Context: an optimization exercise on an open-source flow, tuned for small area. The choices shown serve that exercise and are no tape-out recipe.
Function was checked by simulation only, so behaviour that the tests miss may differ from the original.
No activity file was given, so power comes from the tool's default toggle rates.

ember:
Design row_pwm, start of the top module:
module row_pwm (
    input  wire        clk,
    input  wire        rst,
    input  wire        tick,         
    input  wire        row_a,        
    input  wire [16:0] cfg_period,   
    input  wire        gstart,       
    input  wire        wr_duty,
    input  wire        wr_phase,
    input  wire [2:0]  wr_ch,
    input  wire [16:0] wr_data,      
    output reg  [7:0]  out,
    output reg  [16:0] cnt,
    output reg         wrap
);
    function [17:0] add17;           
        input [16:0] a, b;
        input        ci;
        integer k;
        reg c;
        begin
            c = ci;
            for (k = 0; k < 17; k = k + 1) begin
                add17[k] = a[k] ^ b[k] ^ c;
                c = (a[k] & b[k]) | (a[k] & c) | (b[k] & c);
            end
            add17[17] = c;
        end
    endfunction
    function [16:0] inc17;           
        input [16:0] a;
        integer k;
        reg c;
        begin
            c = 1'b1;
            for (k = 0; k < 17; k = k + 1) begin
                inc17[k] = a[k] ^ c;
                c = a[k] & c;
            end
        end
    endfunction
    function [16:0] dec17;           
        input [16:0] a;
        integer k;
        reg b;
        begin
            b = 1'b1;
  ...
For scale: roughly 70 I/O pins.
==> module row_pwm, before the edit <==
module row_pwm (
    input  wire        clk,
    input  wire        rst,
    input  wire        tick,         
    input  wire        row_a,        
    input  wire [16:0] cfg_period,   
    input  wire        gstart,       
    input  wire        wr_duty,
    input  wire        wr_phase,
    input  wire [2:0]  wr_ch,
    input  wire [16:0] wr_data,      
    output reg  [7:0]  out,
    output reg  [16:0] cnt,
    output reg         wrap
);
    function [17:0] add17;           
        input [16:0] a, b;
        input        ci;
        integer k;
        reg c;
        begin
            c = ci;
            for (k = 0; k < 17; k = k + 1) begin
                add17[k] = a[k] ^ b[k] ^ c;
                c = (a[k] & b[k]) | (a[k] & c) | (b[k] & c);
            end
            add17[17] = c;
        end
    endfunction
    function [16:0] inc17;           
        input [16:0] a;
        integer k;
        reg c;
        begin
            c = 1'b1;
            for (k = 0; k < 17; k = k + 1) begin
                inc17[k] = a[k] ^ c;
                c = a[k] & c;
            end
        end
    endfunction
    function [16:0] dec17;           
        input [16:0] a;
        integer k;
        reg b;
        begin
            b = 1'b1;
            for (k = 0; k < 17; k = k + 1) begin
                dec17[k] = a[k] ^ b;
                b = ~a[k] & b;
            end
        end
    endfunction
    function lt17;                   
        input [16:0] a, b;
        integer k;
        reg c;
        begin
            c = 1'b0;
            for (k = 0; k < 17; k = k + 1)
                c = (~a[k] & b[k]) | (~(a[k] ^ b[k]) & c);
            lt17 = c;
        end
    endfunction
    reg  [16:0] per;
    wire [16:0] pmin    = row_a ? 17'd2500 : 17'd500;
    wire [16:0] cfg_cl  = lt17(cfg_period, pmin) ? pmin :
                          lt17(17'd100000, cfg_period) ? 17'd100000 : cfg_period;
    wire [16:0] cnt_inc = inc17(cnt);
    wire        at_end  = (cnt_inc == per);
    wire        do_wrap = gstart || (tick && at_end);
    wire [16:0] per_nx  = do_wrap ? cfg_cl : per;
    reg  [8:0]  gap;
    reg  [7:0]  frac;
    reg  [7:0]  m;
    wire        gap1    = (gap == 9'd1);
    wire        hit     = tick && !do_wrap && gap1;
    wire [17:0] fsum    = add17({9'd0, frac}, {9'd0, per[7:0]}, 1'b0);
    wire [17:0] gnext   = add17({8'd0, per[16:8]}, 17'd0, fsum[8]);
    wire [16:0] gdec    = dec17({8'd0, gap});
    wire [16:0] minc    = inc17({9'd0, m});
    always @(posedge clk) begin
        if (do_wrap) begin
            m    <= 8'd1;
            gap  <= per_nx[16:8];
            frac <= per_nx[7:0];
        end else if (tick) begin
            if (gap1) begin
                m    <= minc[7:0];
                gap  <= gnext[8:0];
                frac <= fsum[7:0];
            end else begin
                gap  <= gdec[8:0];
            end
        end
    end
    always @(posedge clk) begin
        if (rst) begin
            cnt  <= 17'd0;
            per  <= 17'd5000;
            wrap <= 1'b0;
        end else begin
            cnt  <= do_wrap ? 17'd0 : (tick ? cnt_inc : cnt);
            per  <= per_nx;
            wrap <= do_wrap;
        end
    end
    reg  [16:0] duty_w  [0:7];
    reg  [7:0]  phase_w [0:7];
    reg  [16:0] duty_a  [0:7];
    reg  [7:0]  phase_a [0:7];
    reg  [16:0] rem     [0:7];   
    reg  [16:0] mq      [0:7];   
    reg  [16:0] mp      [0:7];   
    reg         ra      [0:7];   
    reg         hc      [0:7];   
    integer i;
    reg  [16:0] dn, tminv, kend;
    reg         st, q, step, fin, lo, hi;
    reg  [17:0] sum;
    always @(posedge clk) begin
        begin
            for (i = 0; i < 8; i = i + 1) begin
                if (do_wrap) begin
                    duty_a[i]  <= duty_w[i];
                    phase_a[i] <= phase_w[i];
                end
                dn    = do_wrap ? duty_w[i] : duty_a[i];
                st    = do_wrap ? (phase_w[i] == 8'd0) : (hit && phase_a[i] == m);
                q     = mq[i][0];
                step  = (mq[i][16:1] != 16'd0);
                fin   = (mq[i] == 17'd1);
                sum   = add17(rem[i], step ? (q ? mp[i] : 17'd0) :
                                      fin ? ~mp[i] : 17'h1ffff, 1'b0);
                tminv = ra[i] ? 17'd100 : 17'd20;
                lo    = (rem[i][16:7] == 10'd0) && (rem[i][6:0] < tminv[6:0]);
                hi    = (sum[16:7] == 10'h3ff) && (~sum[6:0] < tminv[6:0]);
                kend  = hc[i] ? (ra[i] ? 17'd118 : 17'd38) : 17'd18;
                if (dn == 17'd0) begin
                    rem[i] <= 17'd18;
                    hc[i]  <= 1'b0;
                    mq[i]  <= 17'd0;
                    out[i] <= 1'b0;
                end else if (dn[16]) begin
                    rem[i] <= 17'd18;
                    hc[i]  <= 1'b0;
                    mq[i]  <= 17'd0;
                    out[i] <= 1'b1;
                end else if (st) begin
                    rem[i] <= 17'd0;
                    mq[i]  <= {1'b1, dn[15:0]};
                    mp[i]  <= per_nx;
                    ra[i]  <= row_a;
                    out[i] <= 1'b1;
                end else if (tick) begin
                    if (step) begin
                        rem[i] <= sum[17:1];
                        mq[i]  <= mq[i] >> 1;
                    end else if (fin) begin
                        hc[i] <= hi && !lo;
                        if (lo)
                            rem[i] <= tminv;
                        else if (hi)
                            rem[i] <= mp[i];
                        mq[i] <= 17'd0;
                    end else if (rem[i] != kend) begin
                        rem[i] <= sum[16:0];
                    end else begin
                        out[i] <= 1'b0;
                    end
                end
            end
            if (wr_duty)
                duty_w[wr_ch] <= wr_data;
            if (wr_phase)
                phase_w[wr_ch] <= wr_data[7:0];
        end
        if (rst) begin
            out <= 8'd0;
            for (i = 0; i < 8; i = i + 1) begin
                duty_w[i]  <= 17'd0;
                duty_a[i]  <= 17'd0;
                phase_w[i] <= 8'd32 * i[7:0];
            end
        end
    end
endmodule
clock: 20.0 ns
lec_check: 0
cap_margin: 20
core_margin: 2
core_utilization: 25
place_density: 0.45
slew_margin: 20
run.sh (not shown) runs the stock make flow with config.mk's settings and CLKGATE_MAP_FILE= SYNTH_SCRIPT=/design/flow/synth_recipe.tcl, a recipe that flattens the netlist after the stock synthesis.
ember did not stop at any stage, and its layout met the timing, design-rule and antenna checks.
The inputs of yarrow differ from those of ember as listed below.
--- a/flow/design.v
+++ b/flow/design.v
@@ -78,11 +78,15 @@
     wire [17:0] fsum    = add17({9'd0, frac}, {9'd0, per[7:0]}, 1'b0);
     wire [17:0] gnext   = add17({8'd0, per[16:8]}, 17'd0, fsum[8]);
     wire [16:0] gdec    = dec17({8'd0, gap});
     wire [16:0] minc    = inc17({9'd0, m});
     always @(posedge clk) begin
-        if (do_wrap) begin
+        if (rst) begin
+            m    <= 8'd1;
+            gap  <= 9'd19;           
+            frac <= 8'd136;          
+        end else if (do_wrap) begin
             m    <= 8'd1;
             gap  <= per_nx[16:8];
             frac <= per_nx[7:0];
         end else if (tick) begin
             if (gap1) begin
@@ -116,28 +120,40 @@
     reg         hc      [0:7];   
     integer i;
     reg  [16:0] dn, tminv, kend;
     reg         st, q, step, fin, lo, hi;
     reg  [17:0] sum;
+    reg  [16:0] rdec;
     always @(posedge clk) begin
-        begin
+        if (rst) begin
+            out <= 8'd0;
+            for (i = 0; i < 8; i = i + 1) begin
+                duty_w[i]  <= 17'd0;
+                duty_a[i]  <= 17'd0;
+                phase_w[i] <= 8'd32 * i[7:0];
+                phase_a[i] <= 8'd32 * i[7:0];
+                rem[i]     <= 17'd18;
+                mq[i]      <= 17'd0;
+                hc[i]      <= 1'b0;
+            end
+        end else begin
             for (i = 0; i < 8; i = i + 1) begin
                 if (do_wrap) begin
                     duty_a[i]  <= duty_w[i];
                     phase_a[i] <= phase_w[i];
                 end
                 dn    = do_wrap ? duty_w[i] : duty_a[i];
                 st    = do_wrap ? (phase_w[i] == 8'd0) : (hit && phase_a[i] == m);
                 q     = mq[i][0];
                 step  = (mq[i][16:1] != 16'd0);
                 fin   = (mq[i] == 17'd1);
-                sum   = add17(rem[i], step ? (q ? mp[i] : 17'd0) :
-                                      fin ? ~mp[i] : 17'h1ffff, 1'b0);
+                sum   = add17(rem[i], q ? mp[i] : 17'd0, 1'b0);
                 tminv = ra[i] ? 17'd100 : 17'd20;
                 lo    = (rem[i][16:7] == 10'd0) && (rem[i][6:0] < tminv[6:0]);
-                hi    = (sum[16:7] == 10'h3ff) && (~sum[6:0] < tminv[6:0]);
+                hi    = lt17(mp[i], add17(rem[i], tminv, 1'b0));
                 kend  = hc[i] ? (ra[i] ? 17'd118 : 17'd38) : 17'd18;
+                rdec  = dec17(rem[i]);
                 if (dn == 17'd0) begin
                     rem[i] <= 17'd18;
                     hc[i]  <= 1'b0;
                     mq[i]  <= 17'd0;
                     out[i] <= 1'b0;
@@ -146,42 +162,36 @@
                     hc[i]  <= 1'b0;
                     mq[i]  <= 17'd0;
                     out[i] <= 1'b1;
                 end else if (st) begin
                     rem[i] <= 17'd0;
+                    hc[i]  <= 1'b0;
                     mq[i]  <= {1'b1, dn[15:0]};
                     mp[i]  <= per_nx;
                     ra[i]  <= row_a;
                     out[i] <= 1'b1;
                 end else if (tick) begin
                     if (step) begin
                         rem[i] <= sum[17:1];
                         mq[i]  <= mq[i] >> 1;
                     end else if (fin) begin
-                        hc[i] <= hi && !lo;
                         if (lo)
                             rem[i] <= tminv;
-                        else if (hi)
+                        else if (hi) begin
                             rem[i] <= mp[i];
+                            hc[i]  <= 1'b1;
+                        end
                         mq[i] <= 17'd0;
                     end else if (rem[i] != kend) begin
-                        rem[i] <= sum[16:0];
+                        rem[i] <= rdec;
                     end else begin
                         out[i] <= 1'b0;
                     end
                 end
             end
             if (wr_duty)
                 duty_w[wr_ch] <= wr_data;
             if (wr_phase)
                 phase_w[wr_ch] <= wr_data[7:0];
         end
-        if (rst) begin
-            out <= 8'd0;
-            for (i = 0; i < 8; i = i + 1) begin
-                duty_w[i]  <= 17'd0;
-                duty_a[i]  <= 17'd0;
-                phase_w[i] <= 8'd32 * i[7:0];
-            end
-        end
     end
 endmodule
## What came out
Where total power consumption of the routed design is concerned, ember is outperformed by yarrow. Critical path depth: yarrow lower than ember. Going from ember to yarrow, the part of the total power dissipated in combinational logic was found to have gone down by 11 points. Re portion of total power attributed to the clock network: ember and yarrow aren't equal, and the lower value belongs to ember. Wire: yarrow routes more than ember. Looking at commonest non-fill, non-tap cell in the layout, the sky130_fd_sc_hd__nor2_1 result is from yarrow; the sky130_fd_sc_hd__nand2_1 one comes from ember. yarrow vs. ember: max-slew violation total from the final report comparable, worst setup slack now larger. Per the comparison of yarrow with ember, first-pass GRT wire length climbed 5.9%, final cell count climbed 659, starting utilization of the core area barely changed.

-- afterwards: timing with drivers on the ports --
No port has a modelled driver above. Below, the same layouts with a new extraction and two added sets of constraints. Step 1 (the two cells are an assumption about what drives the block):
set clk [get_ports {clk}]
set_driving_cell -lib_cell sky130_fd_sc_hd__clkbuf_16 $clk
set_driving_cell -lib_cell sky130_fd_sc_hd__buf_2 [delete_from_list [all_inputs] $clk]
Step 2 adds t to the input delays and takes it off the output delays; t is the mean of the earliest and latest rising clock arrival at the registers after step 1. Input paths then give back, and output paths get back, about the clock's delay inside the block. Three values: ideal, step 1, step 2; two values: the first two.
| run | t (ns) | slack for setup (ns) | worst slew at a driven data input, ns | pins driven straight from the clock port |
|---|---|---|---|---|
| ember | 0.778 | 9.367 / 9.367 / 9.367 | 0.11 | 1 |
| yarrow | 0.785 | 11.473 / 11.458 / 10.673 | 0.15 | 1 |
After both steps every run listed still meets setup and hold. The setup slack of yarrow, which loses most, moves by -0.015 ns with the drivers and by -0.800 ns with both steps.
